Background: an optimization exercise with open tools, aiming at small area, a short achievable clock period and few clock cycles per item. Do not read the settings as production practice.
RTL that was checked went through simulation tests only; none was proved equivalent to the original.

==> flow/design.v (excerpt) <==
module sha256_core (
    input  wire         clk,
    input  wire         rst,         
    input  wire         in_valid,
    output wire         in_ready,
    input  wire [31:0]  in_data,     
    input  wire         in_first,    
    input  wire         in_last,     
    output wire         out_valid,
    input  wire         out_ready,
    output wire [255:0] out_digest   
);
export LEC_CHECK = 0
export CAP_MARGIN = 20
export CORE_MARGIN = 2
export CORE_UTILIZATION = 40
export CTS_CLUSTER_DIAMETER = 150
export CTS_CLUSTER_SIZE = 20
export PLACE_DENSITY = 0.6
export SETUP_SLACK_MARGIN = 5
export SLEW_MARGIN = 20
create_clock -name core_clock -period 10.0 [get_ports {clk}]
standard.sh (not shown) runs the stock make flow with config.mk's settings and CLKGATE_MAP_FILE= SYNTH_SCRIPT=/design/flow/synth_recipe.tcl, a recipe that flattens the netlist after the stock synthesis.
==> flow/flow/run.sh <==
#!/bin/bash
# The standard layout, with the port buffers made of the smallest buffer
# (buf_1) instead of the delay buffer buffer_ports picks by default.
set -euo pipefail
bash standard.sh "BUFFER_PORTS_ARGS=-buffer_cell sky130_fd_sc_hd__buf_1" finish > orfs_make.log 2>&1
The baseline finished with timing, DRC and antenna clean.
Edit:
--- a/flow/design.v
+++ b/flow/design.v
@@ -19,18 +19,16 @@
     reg        b_first, b_last;  
     reg        ovalid;
     reg        rdy;              
     reg        need;             
     reg        stq;              
     reg        free;             
     reg        s61, s62, s63;    
     reg        sch;              
-    reg        hkeep;            
-    reg        iv61, iv62, iv63, ivfin;  
     reg [31:0] w [0:15];         
     reg [31:0] a, b, c, d, e, f, g;
     reg [31:0] p;                
     reg [31:0] kt;               
     reg [31:0] H0, H1, H2, H3, H4, H5, H6, H7;
     wire [31:0] k_rom =
         ({32{rnd == 6'd0}} & 32'h71374491) |
         ({32{rnd == 6'd1}} & 32'hb5c0fbcf) |
@@ -105,35 +103,29 @@
     wire [5:0] rnd_n  = rst ? 6'd0 : stgo ? 6'd1 : (adv && !s63) ? rnd + 6'd1 : rnd;
     wire       run_n  = rst ? 1'b0 : stgo ? 1'b1 : (adv && s63) ? 1'b0 : run;
     wire       fin_n  = !rst && s63;
     wire       have_n = rst ? 1'b0 : (acc && take0) ? 1'b1 : stgo ? 1'b0 : have0;
     wire       ld_n   = run_n && (rnd_n != 6'd0) && (rnd_n <= 6'd14);
     wire       st_n   = have_n && !run_n && !fin_n;
     wire       wf_n   = !run_n || (rnd_n == 6'd63) || (rnd_n == 6'd0);
     wire       s61_n  = run_n && (rnd_n == 6'd62);
-    wire       bf_n   = stgo ? n_first : b_first;
     always @(posedge clk) begin
         rnd   <= rnd_n;
         run   <= run_n;
         fin   <= fin_n;
         have0 <= have_n;
         rdy   <= (!have_n && wf_n) || st_n || ld_n;
         need  <= st_n || ld_n;
         stq   <= st_n;
         free  <= run_n && !ld_n && !s61_n;
         s61   <= s61_n;
         s62   <= run_n && (rnd_n == 6'd63);
         s63   <= run_n && (rnd_n == 6'd0);
         sch   <= run_n && (rnd_n >= 6'd15) && (rnd_n <= 6'd62);
-        hkeep <= !bf_n;
-        iv61  <= bf_n && s61_n;
-        iv62  <= bf_n && run_n && (rnd_n == 6'd63);
-        iv63  <= bf_n && run_n && (rnd_n == 6'd0);
-        ivfin <= bf_n && fin_n;
         if (acc && take0) begin
             n_first <= in_first;
             n_last  <= in_last;
         end
         if (stgo) begin
             b_first <= n_first;
             b_last  <= n_last;
         end
@@ -173,22 +165,22 @@
     wire [31:0] w_new = u2 + v2;
     wire [31:0] w_in  = acc ? in_data : w_new;
     wire        w_sh  = acc || (sch && adv);
     wire [31:0] hsel = stq ? (n_first ? IV[31:0] : H7) : g;
     wire [31:0] pw   = w[15];
     wire [31:0] px   = hsel ^ kt ^ pw;
     wire [31:0] py   = {((hsel & kt) | (hsel & pw) | (kt & pw)), 1'b0};
     wire [31:0] p_new = px + py;
-    wire [31:0] iva = ({32{iv61}} & IV[159:128]) | ({32{iv62}} & IV[191:160]) |    
-                      ({32{iv63}} & IV[223:192]) | ({32{ivfin}} & IV[255:224]);    
-    wire [31:0] ive = ({32{iv61}} & IV[31:0])    | ({32{iv62}} & IV[63:32]) |      
-                      ({32{iv63}} & IV[95:64])   | ({32{ivfin}} & IV[127:96]);     
-    wire [31:0] sum_a = ((H3 & {32{hkeep}}) | iva) + a;
-    wire [31:0] sum_e = ((H7 & {32{hkeep}}) | ive) + e;
+    wire [31:0] iva = ({32{s61}} & IV[159:128]) | ({32{s62}} & IV[191:160]) |    
+                      ({32{s63}} & IV[223:192]) | ({32{fin}} & IV[255:224]);    
+    wire [31:0] ive = ({32{s61}} & IV[31:0])    | ({32{s62}} & IV[63:32]) |      
+                      ({32{s63}} & IV[95:64])   | ({32{fin}} & IV[127:96]);     
+    wire [31:0] sum_a = (b_first ? iva : H3) + a;
+    wire [31:0] sum_e = (b_first ? ive : H7) + e;
     assign in_ready   = rdy;
     assign out_valid  = ovalid;
     assign out_digest = {H0, H1, H2, H3, H4, H5, H6, H7};
     integer i;
     always @(posedge clk) begin
         if (w_sh) begin
             for (i = 0; i < 15; i = i + 1)
                 w[i] <= w[i + 1];
Cell area stays flat.
Routed wire length falls by 3.4%.
Via count falls by 0.53%.
Utilization rises by 0.12 points.
Cell count rises by 0.64%.
Die area stays flat.
Flip-flop and latch count falls by 5.
Fmax rises by 0.80%.
First-iteration DRC count falls by 12%.
Hold slack loses 0.011 ns.
Worst setup slack gains 0.039 ns.
Count of clock-buffer cells in the layout falls by 11.
Testbench counts after the change, summed over its fixed seeds: cycles 52,684, blocks 798.
For the first run of this note, only the layout was checked, not whether the RTL still works.

==> afterwards: timing with drivers on the ports <==
No port has a modelled driver above. Below, the same layouts with a new extraction and two added sets of constraints.
Step 1: set_driving_cell puts a clkbuf_16 on clk and a buf_2 on each other input, an assumption about the parent block.
Step 2 also shifts input and output timing later by t, the mid clock arrival at the registers, as if the neighbouring blocks saw the same clock.
Three values: ideal, step 1, step 2; two values: the first two.
run	shift t [ns]	setup WS [ns]	worst setup path after step 2	pins driven straight from the clock port
the first run	0.797	5.031 / 5.031 / 5.031	register to register	1
the second run	0.800	5.070 / 5.070 / 4.883	input to register	1
After both steps every run listed still meets setup and hold. For the second run, which loses most, drivers alone change the setup slack by 0.000 ns; drivers and shift together by -0.187 ns.
